This is an optimization exercise on Yosys and OpenROAD, whose aim is small area and few clock cycles per item, not a production implementation. No functional check of the RTL was part of any run shown here. Power and IR drop assume default switching activity.

[design/flow/flow/run.sh]
#!/bin/bash
# The standard layout (standard.sh) with two changes:
#  - ABC maps the logic with a plain structural mapping (flow/abc.script), so
#    the XOR network written in the RTL is kept as it is;
#  - extra ORFS make variables from flow/extra.sh (placement/CTS options).
# Each tool's output goes to the ORFS logs under orfs/logs; make's own output
# goes to make.log.
set -euo pipefail
HERE=$(pwd)
cat > my_synth.tcl <<EOF
proc abc {args} {
  set i [lsearch -exact \$args -script]
  if {\$i >= 0} { set args [lreplace \$args [expr {\$i+1}] [expr {\$i+1}] $HERE/flow/abc.script] }
  yosys abc {*}\$args
}
source $HERE/synth_recipe.tcl
EOF
{
  cat flow/extra.sh
  sed -e "s#SYNTH_SCRIPT=[^ ]*#SYNTH_SCRIPT=$HERE/my_synth.tcl#" \
      -e 's#"\${@:-finish}"#"${EXTRA[@]}" "${@:-finish}"#' standard.sh
} > my_standard.sh
bash my_standard.sh > make.log 2>&1
[design/flow/constraint.sdc]
create_clock -name core_clock -period 4.0 [get_ports {clk}]
set_input_delay 0.8000 -clock core_clock [delete_from_list [all_inputs] [get_ports {clk}]]
set_output_delay 0.8000 -clock core_clock [all_outputs]
set_load 0.01 [all_outputs]
[design/flow/flow/extra.sh]
EXTRA=("BUFFER_PORTS_ARGS=-buffer_cell sky130_fd_sc_hd__buf_2" "CTS_ARGS=-sink_clustering_enable -repair_clock_nets -dont_use_dummy_load")
[design/flow/flow/abc.script]
strash
map -a
[design/flow/standard.sh]
#!/bin/bash
# synth_recipe.tcl (not shown) runs the flow's synth.tcl, then flattens the netlist and writes it again
# the make line also repeats each setting of config.mk as NAME=value (left out here)
make -C /OpenROAD-flow-scripts/flow DESIGN_CONFIG=/design/flow/config.mk WORK_HOME=/design/flow/orfs CLKGATE_MAP_FILE= SYNTH_SCRIPT=/design/flow/synth_recipe.tcl "${@:-finish}"
[design/flow/config.mk]
export PLATFORM = sky130hd
export DESIGN_NAME = rs_c3_enc
export DESIGN_NICKNAME = rs_c3_enc
export VERILOG_FILES = /design/flow/design.v
export SDC_FILE = /design/flow/constraint.sdc
export NUM_CORES = 4
export LEC_CHECK = 0
export CAP_MARGIN = 20
export CORE_MARGIN = 2
export CORE_UTILIZATION = 55
export PLACE_DENSITY = 0.7
export SLEW_MARGIN = 20
[design/flow/design.v]
module rs_c3_enc (
    input  wire        clk,
    input  wire        rst,
    input  wire        in_valid,
    output wire        in_ready,
    input  wire [15:0] in_data,
    output wire        out_valid,
    input  wire        out_ready,
    output wire [15:0] out_data,
    output wire        out_last
);
    localparam integer K    = 240;
    localparam integer NPAR = 16;
    reg [15:0] q [1:NPAR-1];
    reg [15:0] fbd;
    reg        emitting;    
    reg        flushing;    
    reg [7:0]  in_cnt;
    reg [3:0]  out_cnt;
    wire [15:0] gp [0:NPAR-1];
    wire x0 = fbd[8] ^ fbd[15];
    wire x1 = fbd[9] ^ fbd[14];
    wire x2 = fbd[3] ^ fbd[11];
    wire x3 = fbd[4] ^ fbd[12];
    wire x4 = fbd[0] ^ x1;
    wire x5 = fbd[10] ^ x0;
    wire x6 = fbd[8] ^ fbd[13];
    wire x7 = fbd[2] ^ fbd[14];
    wire x8 = fbd[5] ^ fbd[15];
    wire x9 = fbd[7] ^ x6;
    wire x10 = fbd[1] ^ fbd[6];
    wire x11 = x4 ^ x10;
    wire x12 = fbd[0] ^ x8;
    wire x13 = fbd[11] ^ x7;
    wire x14 = fbd[1] ^ x5;
    wire x15 = x3 ^ x11;
    wire x16 = fbd[6] ^ fbd[12];
    wire x17 = fbd[15] ^ x16;
    wire x18 = fbd[11] ^ fbd[14];
    wire x19 = x8 ^ x18;
    wire x20 = x3 ^ x7;
    wire x21 = fbd[10] ^ x20;
    wire x22 = x2 ^ x3;
    wire x23 = fbd[2] ^ x22;
    wire x24 = x2 ^ x6;
    wire x25 = x12 ^ x24;
    wire x26 = fbd[5] ^ fbd[11];
    wire x27 = x24 ^ x26;
    wire x28 = x11 ^ x27;
    wire x29 = fbd[4] ^ fbd[14];
    wire x30 = x5 ^ x29;
    wire x31 = x6 ^ x30;
    wire x32 = fbd[3] ^ fbd[12];
    wire x33 = x1 ^ x32;
    wire x34 = x0 ^ x33;
    wire x35 = fbd[1] ^ fbd[8];
    wire x36 = fbd[9] ^ x35;
    wire x37 = x24 ^ x36;
    wire x38 = fbd[0] ^ fbd[7];
    wire x39 = x20 ^ x38;
    wire x40 = x30 ^ x39;
    wire x41 = x32 ^ x35;
    wire x42 = x27 ^ x41;
    wire x43 = fbd[2] ^ fbd[5];
    wire x44 = fbd[13] ^ x38;
    wire x45 = x43 ^ x44;
    wire x46 = x14 ^ x45;
    wire x47 = x6 ^ x21;
    wire x48 = x11 ^ x13;
    wire x49 = x34 ^ x39;
    wire x50 = x34 ^ x45;
    wire x51 = x21 ^ x46;
    wire x52 = x20 ^ x24;
    wire x53 = x8 ^ x51;
    wire x54 = fbd[6] ^ x52;
    wire x55 = x15 ^ x33;
    wire x56 = x12 ^ x30;
    wire x57 = x2 ^ x50;
    wire x58 = fbd[3] ^ x51;
    wire x59 = x36 ^ x51;
    wire x60 = x55 ^ x56;
    wire x61 = x28 ^ x29;
    wire x62 = fbd[10] ^ x49;
    wire x63 = x15 ^ x35;
    wire x64 = x26 ^ x49;
    wire x65 = x42 ^ x56;
    wire x66 = x24 ^ x43;
    wire x67 = x31 ^ x48;
    wire x68 = fbd[12] ^ x55;
    wire x69 = fbd[15] ^ x54;
    wire x70 = fbd[1] ^ x19;
    wire x71 = fbd[7] ^ x22;
    wire x72 = x25 ^ x60;
    wire x73 = x51 ^ x57;
    wire x74 = x32 ^ x38;
    wire x75 = fbd[13] ^ fbd[15];
    wire x76 = x41 ^ x56;
    wire x77 = fbd[2] ^ x60;
    wire x78 = x16 ^ x22;
    wire x79 = x48 ^ x59;
    wire x80 = fbd[10] ^ x50;
    wire x81 = x6 ^ x80;
    wire x82 = x54 ^ x56;
    wire x83 = x35 ^ x47;
    wire x84 = x15 ^ x53;
    wire x85 = x40 ^ x84;
    wire x86 = x45 ^ x59;
    wire x87 = x58 ^ x82;
    wire x88 = x10 ^ x13;
    wire x89 = x10 ^ x75;
    wire x90 = x47 ^ x89;
    wire x91 = x24 ^ x48;
    wire x92 = x1 ^ x54;
    wire x93 = x52 ^ x55;
    wire x94 = x0 ^ x40;
    wire x95 = x61 ^ x70;
    wire x96 = x11 ^ x95;
    wire x97 = x44 ^ x88;
    wire x98 = x63 ^ x88;
    wire x99 = x25 ^ x46;
    wire x100 = x52 ^ x62;
    wire x101 = x47 ^ x99;
    wire x102 = x49 ^ x53;
    wire x103 = x22 ^ x59;
    wire x104 = fbd[10] ^ x63;
    wire x105 = x37 ^ x104;
    wire x106 = fbd[14] ^ x53;
    wire x107 = x10 ^ x18;
    wire x108 = x49 ^ x78;
    wire x109 = x42 ^ x73;
    wire x110 = x78 ^ x79;
    wire x111 = fbd[15] ^ x105;
    wire x112 = x106 ^ x108;
    wire x113 = x36 ^ x96;
    wire x114 = x79 ^ x80;
    wire x115 = x34 ^ x68;
    wire x116 = x62 ^ x77;
    wire x117 = x102 ^ x105;
    wire x118 = fbd[7] ^ fbd[11];
    wire x119 = fbd[6] ^ fbd[8];
    wire x120 = fbd[7] ^ fbd[9];
    wire x121 = x10 ^ x38;
    wire x122 = x94 ^ x121;
    wire x123 = fbd[0] ^ x7;
    wire x124 = fbd[5] ^ x75;
    wire x125 = x75 ^ x119;
    wire x126 = fbd[11] ^ x119;
    wire x127 = x0 ^ x2;
    wire x128 = x57 ^ x92;
    wire x129 = x44 ^ x118;
    wire x130 = x19 ^ x63;
    wire x131 = x129 ^ x130;
    wire x132 = x64 ^ x131;
    wire x133 = fbd[10] ^ x41;
    wire x134 = fbd[13] ^ x20;
    wire x135 = x9 ^ x74;
    wire x136 = fbd[0] ^ x5;
    wire x137 = x69 ^ x136;
    wire x138 = x29 ^ x121;
    wire x139 = fbd[15] ^ x22;
    wire x140 = x12 ^ x43;
    wire x141 = x22 ^ x45;
    wire x142 = x96 ^ x141;
    wire x143 = x23 ^ x25;
    wire x144 = x84 ^ x143;
    wire x145 = x119 ^ x143;
    wire x146 = x75 ^ x136;
    wire x147 = x27 ^ x126;
    wire x148 = fbd[2] ^ x21;
    wire x149 = x48 ^ x76;
    wire x150 = fbd[5] ^ x30;
    wire x151 = x2 ^ x150;
    wire x152 = x65 ^ x151;
    wire x153 = x145 ^ x152;
    wire x154 = x56 ^ x120;
    wire x155 = x88 ^ x147;
    wire x156 = x97 ^ x135;
    wire x157 = fbd[2] ^ x46;
    wire x158 = x41 ^ x157;
    wire x159 = x34 ^ x47;
    wire x160 = x7 ^ x150;
    wire x161 = x101 ^ x160;
    wire x162 = x140 ^ x161;
    wire x163 = x4 ^ x40;
    wire x164 = x83 ^ x97;
    wire x165 = x52 ^ x63;
    wire x166 = x10 ^ x60;
    wire x167 = x43 ^ x165;
    wire x168 = x76 ^ x122;
    wire x169 = x44 ^ x101;
    wire x170 = x11 ^ x128;
    wire x171 = x45 ^ x170;
    wire x172 = x50 ^ x167;
    wire x173 = fbd[2] ^ x2;
    wire x174 = x29 ^ x120;
    wire x175 = x16 ^ x107;
    wire x176 = x1 ^ x107;
    wire x177 = x10 ^ x20;
    wire x178 = fbd[4] ^ x126;
    wire x179 = x134 ^ x178;
    wire x180 = x166 ^ x176;
    wire x181 = x19 ^ x121;
    wire x182 = fbd[1] ^ x24;
    wire x183 = x25 ^ x121;
    wire x184 = x9 ^ x88;
    wire x185 = x159 ^ x184;
    wire x186 = x66 ^ x70;
    wire x187 = x25 ^ x133;
    wire x188 = x27 ^ x70;
    wire x189 = x9 ^ x66;
    wire x190 = x37 ^ x89;
    wire x191 = x27 ^ x136;
    wire x192 = x18 ^ x25;
    wire x193 = x118 ^ x138;
    wire x194 = x21 ^ x125;
    wire x195 = x120 ^ x133;
    wire x196 = x30 ^ x129;
    wire x197 = fbd[5] ^ x136;
    wire x198 = x54 ^ x97;
    wire x199 = x21 ^ x179;
    wire x200 = x49 ^ x147;
    wire x201 = x28 ^ x50;
    wire x202 = x48 ^ x49;
    wire x203 = x139 ^ x148;
    wire x204 = x15 ^ x186;
    wire x205 = x89 ^ x141;
    wire x206 = fbd[10] ^ x150;
    wire x207 = x49 ^ x129;
    wire x208 = x28 ^ x74;
    wire x209 = x5 ^ x28;
    wire x210 = x45 ^ x147;
    wire x211 = x78 ^ x81;
    wire x212 = x1 ^ x143;
    wire x213 = x28 ^ x120;
    wire x214 = x50 ^ x126;
    wire x215 = x139 ^ x179;
    wire x216 = x48 ^ x124;
    wire x217 = x46 ^ x74;
    wire x218 = x34 ^ x65;
    wire x219 = x148 ^ x155;
    wire x220 = x82 ^ x140;
    wire x221 = x135 ^ x154;
    wire x222 = x41 ^ x57;
    wire x223 = x36 ^ x76;
    wire x224 = x6 ^ x64;
    wire x225 = x3 ^ x64;
    wire x226 = x64 ^ x83;
    wire x227 = x63 ^ x127;
    wire x228 = x75 ^ x99;
    wire x229 = fbd[2] ^ x90;
    wire x230 = x138 ^ x204;
    wire x231 = x203 ^ x204;
    wire x232 = x88 ^ x90;
    wire x233 = x143 ^ x208;
    wire x234 = x4 ^ x159;
    wire x235 = fbd[7] ^ x80;
    wire x236 = x61 ^ x78;
    wire x237 = x26 ^ x145;
    wire x238 = fbd[12] ^ x67;
    wire x239 = x65 ^ x124;
    wire x240 = x55 ^ x163;
    wire x241 = x67 ^ x75;
    wire x242 = x24 ^ x82;
    wire x243 = fbd[1] ^ x160;
    wire x244 = x19 ^ x91;
    wire x245 = fbd[5] ^ x154;
    wire x246 = x12 ^ x57;
    wire x247 = x55 ^ x69;
    wire x248 = fbd[8] ^ x61;
    wire x249 = x65 ^ x71;
    wire x250 = fbd[14] ^ x159;
    wire x251 = x62 ^ x97;
    wire x252 = x62 ^ x148;
    wire x253 = fbd[3] ^ x90;
    wire x254 = x55 ^ x148;
    wire x255 = x44 ^ x90;
    wire x256 = x194 ^ x214;
    wire x257 = x66 ^ x156;
    wire x258 = x76 ^ x119;
    wire x259 = x94 ^ x135;
    wire x260 = x15 ^ x80;
    wire x261 = x69 ^ x179;
    wire x262 = x8 ^ x82;
    wire x263 = x44 ^ x215;
    wire x264 = x80 ^ x83;
    wire x265 = x191 ^ x205;
    wire x266 = x19 ^ x156;
    wire x267 = x55 ^ x67;
    wire x268 = x20 ^ x159;
    wire x269 = x4 ^ x152;
    wire x270 = x62 ^ x73;
    wire x271 = x95 ^ x119;
    wire x272 = x49 ^ x93;
    wire x273 = fbd[12] ^ x137;
    wire x274 = x59 ^ x83;
    wire x275 = x71 ^ x245;
    wire x276 = x205 ^ x232;
    wire x277 = x53 ^ x155;
    wire x278 = fbd[10] ^ x73;
    wire x279 = x49 ^ x137;
    wire x280 = x58 ^ x146;
    wire x281 = x73 ^ x74;
    wire x282 = x58 ^ x104;
    wire x283 = x95 ^ x146;
    wire x284 = x92 ^ x93;
    wire x285 = x164 ^ x188;
    wire x286 = x67 ^ x185;
    wire x287 = fbd[0] ^ x68;
    wire x288 = x47 ^ x58;
    wire x289 = x98 ^ x99;
    wire x290 = x101 ^ x139;
    wire x291 = x73 ^ x118;
    wire x292 = x29 ^ x165;
    wire x293 = x81 ^ x94;
    wire x294 = x127 ^ x195;
    wire x295 = x90 ^ x294;
    wire x296 = x158 ^ x159;
    wire x297 = x68 ^ x154;
    wire x298 = x42 ^ x137;
    wire x299 = x226 ^ x237;
    wire x300 = x104 ^ x179;
    wire x301 = x57 ^ x98;
    wire x302 = x61 ^ x164;
    wire x303 = x4 ^ x122;
    wire x304 = x45 ^ x122;
    wire x305 = x235 ^ x249;
    wire x306 = x17 ^ x122;
    wire x307 = x28 ^ x101;
    wire x308 = x126 ^ x164;
    wire x309 = x58 ^ x163;
    wire x310 = x71 ^ x243;
    wire x311 = x59 ^ x135;
    wire x312 = x127 ^ x128;
    wire x313 = x50 ^ x165;
    wire x314 = x33 ^ x95;
    wire x315 = x242 ^ x295;
    wire x316 = x35 ^ x68;
    wire x317 = x50 ^ x185;
    wire x318 = x53 ^ x61;
    wire x319 = x25 ^ x53;
    wire x320 = fbd[3] ^ x60;
    wire x321 = x148 ^ x149;
    wire x322 = x98 ^ x158;
    wire x323 = x45 ^ x68;
    wire x324 = x147 ^ x228;
    wire x325 = x34 ^ x58;
    wire x326 = x81 ^ x123;
    wire x327 = x87 ^ x139;
    wire x328 = x15 ^ x79;
    wire x329 = x131 ^ x138;
    wire x330 = x83 ^ x115;
    wire x331 = x2 ^ x169;
    wire x332 = x47 ^ x103;
    wire x333 = x16 ^ x72;
    wire x334 = x79 ^ x100;
    wire x335 = x210 ^ x211;
    wire x336 = fbd[2] ^ x320;
    wire x337 = x105 ^ x134;
    wire x338 = x66 ^ x102;
    wire x339 = x141 ^ x166;
    wire x340 = x50 ^ x87;
    wire x341 = x67 ^ x109;
    wire x342 = x77 ^ x78;
    wire x343 = x103 ^ x104;
    wire x344 = x140 ^ x315;
    wire x345 = x60 ^ x96;
    wire x346 = x153 ^ x167;
    wire x347 = x291 ^ x324;
    wire x348 = x44 ^ x168;
    wire x349 = x46 ^ x84;
    wire x350 = x106 ^ x107;
    wire x351 = x109 ^ x157;
    wire x352 = x66 ^ x169;
    wire x353 = x293 ^ x294;
    wire x354 = x68 ^ x106;
    wire x355 = x87 ^ x134;
    wire x356 = x78 ^ x167;
    wire x357 = x71 ^ x79;
    wire x358 = x81 ^ x105;
    wire x359 = x106 ^ x127;
    wire x360 = x12 ^ x84;
    wire x361 = x5 ^ x79;
    wire x362 = fbd[14] ^ x0;
    wire x363 = x98 ^ x362;
    wire x364 = fbd[3] ^ fbd[8];
    wire x365 = x3 ^ x364;
    wire x366 = fbd[10] ^ x10;
    wire x367 = x366 ^ x27;
    wire x368 = fbd[2] ^ fbd[3];
    wire x369 = fbd[9] ^ fbd[10];
    wire x370 = x368 ^ x369;
    wire x371 = x370 ^ x42;
    wire x372 = fbd[2] ^ fbd[11];
    wire x373 = fbd[13] ^ x372;
    wire x374 = x74 ^ x373;
    wire x375 = fbd[8] ^ fbd[10];
    wire x376 = x1 ^ x375;
    wire x377 = x376 ^ x153;
    wire x378 = fbd[0] ^ fbd[5];
    wire x379 = x18 ^ x378;
    wire x380 = x379 ^ x133;
    wire x381 = fbd[1] ^ fbd[5];
    wire x382 = fbd[13] ^ fbd[14];
    wire x383 = x381 ^ x382;
    wire x384 = x74 ^ x383;
    wire x385 = fbd[5] ^ fbd[12];
    wire x386 = fbd[14] ^ x385;
    wire x387 = x386 ^ x259;
    wire x388 = fbd[7] ^ x43;
    wire x389 = x388 ^ x65;
    wire x390 = fbd[2] ^ fbd[7];
    wire x391 = fbd[8] ^ x390;
    wire x392 = x391 ^ x190;
    wire x393 = fbd[6] ^ fbd[7];
    wire x394 = fbd[15] ^ x393;
    wire x395 = x394 ^ x300;
    wire x396 = fbd[14] ^ x5;
    wire x397 = x388 ^ x396;
    wire x398 = fbd[1] ^ fbd[14];
    wire x399 = x398 ^ x237;
    wire x400 = fbd[15] ^ x1;
    wire x401 = x400 ^ x374;
    assign gp[0][0] = x214;
    assign gp[0][1] = x285;
    assign gp[0][2] = x287;
    assign gp[0][3] = x227;
    assign gp[0][4] = x377;
    assign gp[0][5] = x332;
    assign gp[0][6] = x340;
    assign gp[0][7] = x361;
    assign gp[0][8] = x237;
    assign gp[0][9] = x384;
    assign gp[0][10] = x175;
    assign gp[0][11] = x178;
    assign gp[0][12] = x200;
    assign gp[0][13] = x297;
    assign gp[0][14] = x395;
    assign gp[0][15] = x353;
    assign gp[1][0] = x229;
    assign gp[1][1] = x328;
    assign gp[1][2] = x261;
    assign gp[1][3] = x341;
    assign gp[1][4] = x339;
    assign gp[1][5] = x269;
    assign gp[1][6] = x194;
    assign gp[1][7] = x103;
    assign gp[1][8] = x161;
    assign gp[1][9] = x69;
    assign gp[1][10] = x278;
    assign gp[1][11] = x290;
    assign gp[1][12] = x302;
    assign gp[1][13] = x231;
    assign gp[1][14] = x226;
    assign gp[1][15] = x238;
    assign gp[2][0] = x151;
    assign gp[2][1] = x130;
    assign gp[2][2] = x272;
    assign gp[2][3] = x374;
    assign gp[2][4] = x187;
    assign gp[2][5] = x93;
    assign gp[2][6] = x230;
    assign gp[2][7] = x250;
    assign gp[2][8] = x264;
    assign gp[2][9] = x334;
    assign gp[2][10] = x117;
    assign gp[2][11] = x232;
    assign gp[2][12] = x359;
    assign gp[2][13] = x352;
    assign gp[2][14] = x357;
    assign gp[2][15] = x263;
    assign gp[3][0] = x207;
    assign gp[3][1] = x223;
    assign gp[3][2] = x276;
    assign gp[3][3] = x89;
    assign gp[3][4] = x271;
    assign gp[3][5] = x239;
    assign gp[3][6] = x216;
    assign gp[3][7] = x327;
    assign gp[3][8] = x345;
    assign gp[3][9] = x313;
    assign gp[3][10] = x315;
    assign gp[3][11] = x331;
    assign gp[3][12] = x241;
    assign gp[3][13] = x310;
    assign gp[3][14] = x92;
    assign gp[3][15] = x221;
    assign gp[4][0] = x346;
    assign gp[4][1] = x77;
    assign gp[4][2] = x183;
    assign gp[4][3] = x257;
    assign gp[4][4] = x116;
    assign gp[4][5] = x324;
    assign gp[4][6] = x210;
    assign gp[4][7] = x198;
    assign gp[4][8] = x292;
    assign gp[4][9] = x280;
    assign gp[4][10] = x293;
    assign gp[4][11] = x267;
    assign gp[4][12] = x85;
    assign gp[4][13] = x249;
    assign gp[4][14] = x363;
    assign gp[4][15] = x217;
    assign gp[5][0] = x320;
    assign gp[5][1] = x108;
    assign gp[5][2] = x318;
    assign gp[5][3] = x301;
    assign gp[5][4] = x306;
    assign gp[5][5] = x173;
    assign gp[5][6] = x365;
    assign gp[5][7] = x356;
    assign gp[5][8] = x319;
    assign gp[5][9] = x145;
    assign gp[5][10] = x314;
    assign gp[5][11] = x113;
    assign gp[5][12] = x270;
    assign gp[5][13] = x98;
    assign gp[5][14] = x371;
    assign gp[5][15] = x273;
    assign gp[6][0] = x303;
    assign gp[6][1] = x228;
    assign gp[6][2] = x114;
    assign gp[6][3] = x312;
    assign gp[6][4] = x397;
    assign gp[6][5] = x190;
    assign gp[6][6] = x308;
    assign gp[6][7] = x236;
    assign gp[6][8] = x392;
    assign gp[6][9] = x289;
    assign gp[6][10] = x260;
    assign gp[6][11] = x206;
    assign gp[6][12] = x189;
    assign gp[6][13] = x316;
    assign gp[6][14] = x325;
    assign gp[6][15] = x336;
    assign gp[7][0] = x326;
    assign gp[7][1] = x199;
    assign gp[7][2] = x203;
    assign gp[7][3] = x256;
    assign gp[7][4] = x202;
    assign gp[7][5] = x296;
    assign gp[7][6] = x367;
    assign gp[7][7] = x295;
    assign gp[7][8] = x350;
    assign gp[7][9] = x329;
    assign gp[7][10] = x351;
    assign gp[7][11] = x299;
    assign gp[7][12] = x235;
    assign gp[7][13] = x251;
    assign gp[7][14] = x344;
    assign gp[7][15] = x220;
    assign gp[8][0] = x387;
    assign gp[8][1] = x95;
    assign gp[8][2] = x171;
    assign gp[8][3] = x106;
    assign gp[8][4] = x195;
    assign gp[8][5] = x300;
    assign gp[8][6] = x380;
    assign gp[8][7] = x112;
    assign gp[8][8] = x277;
    assign gp[8][9] = x248;
    assign gp[8][10] = x254;
    assign gp[8][11] = x152;
    assign gp[8][12] = x213;
    assign gp[8][13] = x233;
    assign gp[8][14] = x288;
    assign gp[8][15] = x153;
    assign gp[9][0] = x338;
    assign gp[9][1] = x330;
    assign gp[9][2] = x158;
    assign gp[9][3] = x131;
    assign gp[9][4] = x355;
    assign gp[9][5] = x246;
    assign gp[9][6] = x268;
    assign gp[9][7] = x196;
    assign gp[9][8] = x149;
    assign gp[9][9] = x343;
    assign gp[9][10] = x259;
    assign gp[9][11] = x242;
    assign gp[9][12] = x389;
    assign gp[9][13] = x244;
    assign gp[9][14] = x240;
    assign gp[9][15] = x322;
    assign gp[10][0] = x258;
    assign gp[10][1] = x358;
    assign gp[10][2] = x291;
    assign gp[10][3] = x177;
    assign gp[10][4] = x255;
    assign gp[10][5] = x222;
    assign gp[10][6] = x253;
    assign gp[10][7] = x224;
    assign gp[10][8] = x311;
    assign gp[10][9] = x347;
    assign gp[10][10] = x283;
    assign gp[10][11] = x275;
    assign gp[10][12] = x162;
    assign gp[10][13] = x399;
    assign gp[10][14] = x110;
    assign gp[10][15] = x215;
    assign gp[11][0] = x218;
    assign gp[11][1] = x342;
    assign gp[11][2] = x317;
    assign gp[11][3] = x211;
    assign gp[11][4] = x307;
    assign gp[11][5] = x304;
    assign gp[11][6] = x184;
    assign gp[11][7] = x252;
    assign gp[11][8] = x87;
    assign gp[11][9] = x225;
    assign gp[11][10] = x401;
    assign gp[11][11] = x132;
    assign gp[11][12] = x262;
    assign gp[11][13] = x101;
    assign gp[11][14] = x212;
    assign gp[11][15] = x209;
    assign gp[12][0] = x94;
    assign gp[12][1] = x182;
    assign gp[12][2] = x245;
    assign gp[12][3] = x305;
    assign gp[12][4] = x354;
    assign gp[12][5] = x174;
    assign gp[12][6] = x197;
    assign gp[12][7] = x176;
    assign gp[12][8] = x281;
    assign gp[12][9] = x219;
    assign gp[12][10] = x208;
    assign gp[12][11] = x111;
    assign gp[12][12] = x192;
    assign gp[12][13] = x115;
    assign gp[12][14] = x274;
    assign gp[12][15] = x337;
    assign gp[13][0] = x348;
    assign gp[13][1] = x128;
    assign gp[13][2] = x186;
    assign gp[13][3] = x360;
    assign gp[13][4] = x309;
    assign gp[13][5] = x298;
    assign gp[13][6] = x205;
    assign gp[13][7] = x323;
    assign gp[13][8] = x102;
    assign gp[13][9] = x234;
    assign gp[13][10] = x109;
    assign gp[13][11] = x349;
    assign gp[13][12] = x279;
    assign gp[13][13] = x100;
    assign gp[13][14] = x333;
    assign gp[13][15] = x247;
    assign gp[14][0] = x243;
    assign gp[14][1] = x321;
    assign gp[14][2] = x266;
    assign gp[14][3] = x282;
    assign gp[14][4] = x181;
    assign gp[14][5] = x201;
    assign gp[14][6] = x286;
    assign gp[14][7] = x284;
    assign gp[14][8] = x142;
    assign gp[14][9] = x91;
    assign gp[14][10] = x335;
    assign gp[14][11] = x265;
    assign gp[14][12] = x188;
    assign gp[14][13] = x86;
    assign gp[14][14] = x191;
    assign gp[14][15] = x193;
    assign gp[15][0] = x4;
    assign gp[15][1] = x14;
    assign gp[15][2] = x13;
    assign gp[15][3] = x34;
    assign gp[15][4] = x31;
    assign gp[15][5] = x19;
    assign gp[15][6] = x17;
    assign gp[15][7] = x9;
    assign gp[15][8] = x15;
    assign gp[15][9] = x46;
    assign gp[15][10] = x23;
    assign gp[15][11] = x28;
    assign gp[15][12] = x40;
    assign gp[15][13] = x37;
    assign gp[15][14] = x21;
    assign gp[15][15] = x25;
    wire        take  = in_valid && !emitting;
    wire        shift = emitting && (out_ready || flushing);
    wire        en    = take || shift;
    wire [15:0] top   = q[NPAR-1] ^ gp[NPAR-1];           
    wire [15:0] fb    = (in_data ^ top) & {16{!emitting}};
    integer k;
    always @(posedge clk) begin
        if (en) begin
            fbd  <= fb;
            q[1] <= gp[0];
            for (k = 2; k < NPAR; k = k + 1) q[k] <= q[k-1] ^ gp[k-1];
        end
    end
    always @(posedge clk) begin
        if (rst) begin
            emitting <= 1'b1;
            flushing <= 1'b1;
            in_cnt   <= 8'd0;
            out_cnt  <= 4'd0;
        end else if (take) begin
            if (in_cnt == K - 1) begin
                in_cnt   <= 8'd0;
                emitting <= 1'b1;
            end else begin
                in_cnt <= in_cnt + 8'd1;
            end
        end else if (shift) begin
            if (out_cnt == NPAR - 1) begin
                out_cnt  <= 4'd0;
                emitting <= 1'b0;
                flushing <= 1'b0;
            end else begin
                out_cnt <= out_cnt + 4'd1;
            end
        end
    end
    assign in_ready  = !emitting;
    assign out_valid = emitting && !flushing;
    assign out_data  = top;
    assign out_last  = out_cnt == NPAR - 1;
endmodule
==> impl_results.md, run 1 <==
* Die Footprint at between 0.02 and 0.03 mm2
* Flop and latch count out of synthesis at 270
* Fill cell count at between 2000 and 2500
* ANT cells at 0
* Fin. Hold Viols at 0
* Critical path required time at 3.20 ns
* DRT Pass-1 Iters at 5
* Vias at between 8000 and 9000
* Warnings, synthesis at 2
* Gr usage total at 0.335
* Synth cell types at 15
* Synth area leader: edfxtp_1
* FFs w/ async S/R, synth at 0
* Clk root buf: clkbuf_16
* Die height at roughly 170 um
* Largest net degree at the start of global routing at 100
* Syn Nets at about 1100
* Multi-input logic area at approximately 0.0066 mm2
* Antenna-violating nets left at 0
* Power density cells at between 300 and 400 mW/mm2
* Chip width at around 170 um
* Hold-fix buffers, CTS at 0
* TritonCTS sink count at 270
* Crit path max fanout at 6
* Status: complete, no violations
* Layout Utilization at 0.665
* Setup TNS at 0 ns
* Initial antenna violation count at 0
* Wire length per cell at roughly 28 um
* Vias per inst at 5.39
* Initial DRC count at about 1100
* GRT overflow at 0
* Worst hold slack at 0.486 ns
* Num CTS Buffers at 29
* First-pass GRT wire length at between 60000 and 70000 um
* DP Wirelength at roughly 35000 um
* Drc violations at 0
* Area grow syn2layout at 19.0%
* # H-tree levels at 1
* Core area at 0.0260 mm2
* Tcrit/Tclk final at 0.974
* Cells after Synth at roughly 1100
* Cell Area, Synth at 0.0145 mm2
* Row count at 59
* Relative slew slack at 0.347
* Worst setup EP type: output pin
* Worst setup path category: flip-flop to output pin
* I/O Pins at 39
* Ranking of synthesized cells by area: edfxtp_1 (53%), xor2_1 (30%), xnor2_1 (11%), dfxtp_1 (1.9%), nor2_1 (1.5%)
* Lkg Pwr at roughly 0.0086 uW
* Layout cells sized above 1 at 0.190
* Starting Density at 0.559
* Clk_skew at roughly 0.018 ns
* Input/output buffers at 38
* Setup crit start kind: flip-flop
* Routability cong. at approximately 1.0
* Max Cap Viol at 0
* CTS max path bufs at 3
* Seq/Total Area, Yosys at 0.548
* CTS tree: done
* Clock transition at the registers of the reported paths at 0.06 ns
* RSZ-0062 raised after global routing: false
* Maximum vdd drop at roughly 0.40 mV
* Final WL at ~46000 um
* Worst slew pin tran at a little under 1 ns
* Fmax at about 260 MHz
* Worst hold path class: flip-flop to flip-flop
* NumNets Final at ~1400
* Final-report max-slew violation count at 0
* Fin crit period at a little under 4 ns
* Ys flop type: edfxtp_1
* Final setup viols at 0
* Number of enable flip-flop cells after synthesis at around 260
* Mean post-synth cell area at roughly 13 um2
* Number of global-route vias before repair at about 9000
* Worst-Skew Late Latency at 0.56 ns
* Arrival @ worst endpoint at 3.10 ns
* Synth top area share at 0.529
* Sequential cell area at approximately 0.008 mm2
==> sequential cells by signal (all words and copies together), names as in the netlist <==
name      flops
in_cnt        8
out_cnt       4
q           240
flushing      1
fbd          16
emitting      1
==> power by group <==
group          internal, uW  switching [uW]
logic                  86.7            84.2
registers              3180            56.1
clock network          1260            1030
total                  4530            1170
==> repair_timing <==
item,CTS,global route
pin swaps,0,1
resized for setup,6,10
endpoints found under the hold margin,0,0
buffers inserted,2,5
endpoints found under the setup margin,8,14
==> cells by family (layout without fill, tap and decap cells) <==
logic type               Yosys count  count (layout)  synth area share
adder cells (fa/ha/maj)            2               2           0.00172
AO/OA/AOI/OAI                     17              17           0.00603
XOR/XNOR                         672             672             0.405
flip-flops                       270             270             0.548
buffers and inverters             44             273            0.0114
AND/OR/NAND/NOR                  100             100            0.0277
==> per-stage QoR <==
| stage | std cells | power [uW] | setup slack, ns | area, um2 |
|---|---|---|---|---|
| final | 1669 | 5700 | 0.104 | 17300 |
| after global routing | 1669 | 5840 | 0.00288 | 17300 |
| after CTS | 1664 | 5720 | 0.0143 | 17200 |
| after detailed placement | 1633 | 3460 | -0.176 | 16400 |
| after global placement | 1633 | 3450 | -0.191 | 16400 |
| after floorplan | 1105 | 3380 | 0.0271 | 14600 |
==> worst paths after layout <==
path	start	end	slack, ns	cells after the start
max	fbd[2]	out_data[12]	0.10	10
min	out_cnt[1]	out_cnt[1]	0.49	2
max reg2reg	fbd[1]	q[11][1]	0.21	14
min reg2reg	out_cnt[1]	out_cnt[1]	0.49	2
==> cell usage in the layout (no fill, tap or decap), drive strengths merged <==
| cell | Yosys | final |
|---|---|---|
| a21oi | 13 | 13 |
| buf | 0 | 200 |
| clkbuf | 0 | 29 |
| clkinv | 44 | 44 |
| dfxtp | 14 | 14 |
| edfxtp | 256 | 256 |
| ha | 2 | 2 |
| nand2 | 25 | 25 |
| nand3 | 12 | 12 |
| nand4 | 3 | 3 |
| nor2 | 57 | 57 |
| nor3 | 2 | 2 |
| o211ai | 1 | 1 |
| o21ai | 3 | 3 |
| or2 | 1 | 1 |
| xnor2 | 181 | 181 |
| xor2 | 491 | 491 |
==> per-layer routing <==
layer,vias up,wire length [um],track usage
met2,363,21200,0.525
met1,4483,19900,0.473
met4,0,1920,0.124
met5,-,0,0
met3,86,3120,0.0573
li1,4056,-,-
==> synth_stat cells (2+ instances only) <==
library cell / number
xor2_1: 491
edfxtp_1: 256
xnor2_1: 181
nor2_1: 57
clkinv_1: 44
nand2_1: 25
dfxtp_1: 14
a21oi_1: 13
nand3_1: 12
nand4_1: 3
o21ai_0: 3
ha_1: 2
nor3_1: 2
==> worst max-delay path, stage by stage, from the launching register on <==
cell and delay, ns:
edfxtp_1 0.50, clkinv_1 0.18, nor2_1 0.15, o21ai_0 0.11, nand2_2 0.24, buf_4 0.21
xor2_2 0.29, xor2_2 0.29, buf_4 0.18, xnor2_1 0.17, buf_2 0.19
==> layout make-up <==
class	count	share of cell area
clock buffer	29	0.0420
tap	335	0.0242
inverter	44	0.00955
timing repair buffer	200	0.0835
sequential	270	0.461
multi-input combinational	791	0.380
==> run 2: changes to the inputs <==
==> design/flow/flow/extra.sh (replaced) <==
EXTRA=("BUFFER_PORTS_ARGS=-buffer_cell sky130_fd_sc_hd__buf_2" "CTS_ARGS=-sink_clustering_enable -repair_clock_nets -dont_use_dummy_load -buf_list sky130_fd_sc_hd__clkbuf_8 -root_buf sky130_fd_sc_hd__clkbuf_8")
==> impl_results.md, run 2 <==
* Worst hold path class: flip-flop to flip-flop
* Synth top area share at 0.529
* Mean post-synth cell area at 13.2 um2
* First-pass GRT wire length at ~65000 um
* Worst hold slack at between 0.4 and 0.5 ns
* Max Cap Viol at 0
* Wire length per cell at 27.3 um
* Layout Utilization at 0.663
* ANT cells at 0
* Synth cell types at 15
* Gr usage total at 0.335
* Die Footprint at roughly 0.028 mm2
* NumNets Final at between 1000 and 1500
* Synth cell count leaders: xor2_1 (491), edfxtp_1 (256), xnor2_1 (181)
* Hold Path Cell Cnt at 2
* Core area at roughly 0.026 mm2
* Top reg by flops: q
* Fin crit period at a little under 4 ns
* Most frequent cells in the layout: xor2_1 (474), edfxtp_1 (256), xnor2_1 (179), buf_4 (160), nor2_1 (54)
* Placed inst area at between 0.015 and 0.02 mm2
* Layout cells sized above 1 at 0.202
* Clk_skew at between 0.04 and 0.05 ns
* Area grow syn2layout at 18.5%
* Antenna-violating nets left at 0
* Finished Cell Area at between 0.015 and 0.02 mm2
* Top Registers: q x240, fbd x16, in_cnt x8
* Cells after Synth at around 1100
* FFs w/ async S/R, synth at 0
* Tcrit/Tclk final at 0.969
* Maximum vdd drop at ~0.31 mV
* Final setup viols at 0
* Number of global-route vias before repair at 8978
* RSZ-0062 raised after global routing: true
* Cell Area, Synth at approximately 0.015 mm2
* Vias at ~9000
* Max FFs per register at 240
* Worst-Skew Late Latency at around 0.57 ns
* Row count at 59
* Clock transition at the registers of the reported paths at around 0.06 ns
* Reg2reg path depth at 14
* Count leader, synth: xor2_1
* Most common cell after layout, fill and taps aside: xor2_1
* # H-tree levels at 2
* Initial antenna violation count at 0
* Fmax at ~260 MHz
* DP Wirelength at 35500 um
* Flop and latch count out of synthesis at between 200 and 300
* CTS tree: done
* Critical path required time at 3.20 ns
* Worst slew pin tran at 0.955 ns
* Post-Place Cells at about 1600
* Seq/Total Area, Yosys at 0.548
* Warnings, synthesis at 2
* Synth area leader: edfxtp_1
* Worst setup EP type: output pin
* Worst setup path category: flip-flop to output pin
* CTS max path bufs at 3
* Syn Nets at ~1100
* Starting Density at 0.559
* Ranking of synthesized cells by area: edfxtp_1 (53%), xor2_1 (30%), xnor2_1 (11%), dfxtp_1 (1.9%), nor2_1 (1.5%)
* Num CTS Buffers at 46
* Setup crit start kind: flip-flop
* Vias per inst at roughly 5.4
* Fin. Hold Viols at 0
* Relative slew slack at 0.359
* Status: complete, no violations
* Drc violations at 0
* Initial DRC count at ~1100
* Hold-fix buffers, CTS at 0
* Arrival @ worst endpoint at roughly 3.1 ns
* Non-Filler Instances at between 1500 and 2000
* Power density cells at around 320 mW/mm2
* Number of enable flip-flop cells after synthesis at about 260
* Tot Pwr at ~5400 uW
* Input/output buffers at 38
* GRT overflow at 0
* DRT Pass-1 Iters at 7
* TritonCTS sink count at between 200 and 300
* Routability cong. at 1.05
* Ys flop type: edfxtp_1
* Die height at ~170 um
* Crit path max fanout at 6
* Lkg Pwr at 0.00863 uW
* Clk root buf: clkbuf_8
* I/O Pins at 39
* Final WL at around 46000 um
* Final-report max-slew violation count at 0
* Chip width at 167 um
* Largest net degree at the start of global routing at 100
-- run 2: final cells by class --
cell class              count  area [um2]
fillers                  2023        8760
flip-flops and latches    270        7970
multi-input cells         791        6590
repair buffers            201        1450
clock buffers              46         633
well taps                 335         419
inverters                  44         165
-- run 2: worst max-delay path, stage by stage, from the launching register on --
cell,delay [ns]
edfxtp_1,0.50
clkinv_1,0.19
nor2_1,0.15
o21ai_0,0.11
nand2_2,0.24
buf_4,0.21
xor2_2,0.29
xor2_2,0.29
buf_4,0.18
xnor2_1,0.17
buf_2,0.19
-- run 2: logic make-up (layout without fill, tap and decap cells) --
kind of cell | Yosys count | in the layout | share of synthesized area
and+or+nand+nor | 100 | 100 | 0.0277
adders and majority gates | 2 | 2 | 0.00172
DFF | 270 | 270 | 0.548
AOI/OAI and AO/OA | 17 | 17 | 0.00603
xor gates and xnor gates | 672 | 672 | 0.405
buffers and inverters | 44 | 291 | 0.0114
-- run 2: report_power, final --
part | internal [uW] | switching (uW) | total (uW) | leakage, uW
Clock | 1010 | 1010 | 2030 | 0.000331
Combinational | 86.8 | 83.8 | 171 | 0.00503
Sequential | 3180 | 55.5 | 3240 | 0.00327
-- run 2: final timing paths --
check / from / to / slack, ns
min: out_cnt[1] / out_cnt[1] / 0.48
min reg2reg: out_cnt[1] / out_cnt[1] / 0.48
max reg2reg: fbd[8] / q[10][0] / 0.14
max: fbd[2] / out_data[12] / 0.12
-- run 2: routing by layer --
metal  vias to the layer above  wire length [um]  global-route usage
li1                       4080                 -                   -
met1                      4473             19600               0.473
met2                       394             21100               0.524
met3                        89              3510              0.0596
met4                         0              1800               0.126
met5                         -                 0                   0
-- run 2: through the flow --
step | TNS [ns] | setup WS, ns
floorplan | 0 | 0.0271
global placement | -0.409 | -0.191
detailed placement | -0.383 | -0.176
CTS | 0 | 0.0132
global route | 0 | 0.00612
finish | 0 | 0.125
-- run 2: repair_timing --
action / in CTS / in global routing
buffers inserted: 2 / 6
gates resized for setup: 6 / 13
endpoints found under the setup margin: 7 / 16
endpoints found under the hold margin: 0 / 0
pin swaps: 0 / 1

what the ideal ports hide:
The flow's constraints put no driver on any port. The routed layouts listed below were extracted and timed again, unchanged, in two steps.
Step 1 sets driving cells, clkbuf_16 on the clock port and buf_2 on the other inputs (assumed; they add their load-dependent delay and slew).
Step 2, shift: input delay + t, output delay - t, t = (earliest + latest rising clock arrival at the registers) / 2. This alone moves slack from input paths to output paths.
Three values: ideal, step 1, step 2; two values: the first two.
| run | shift t [ns] | slack for setup (ns) | cell pins on the clock port's net |
|---|---|---|---|
| run 1 | 0.601 | 0.104 / 0.052 / 0.214 | 1 |
| run 2 | 0.594 | 0.125 / 0.075 / 0.141 | 1 |
After both steps setup and hold are still met in every run listed.
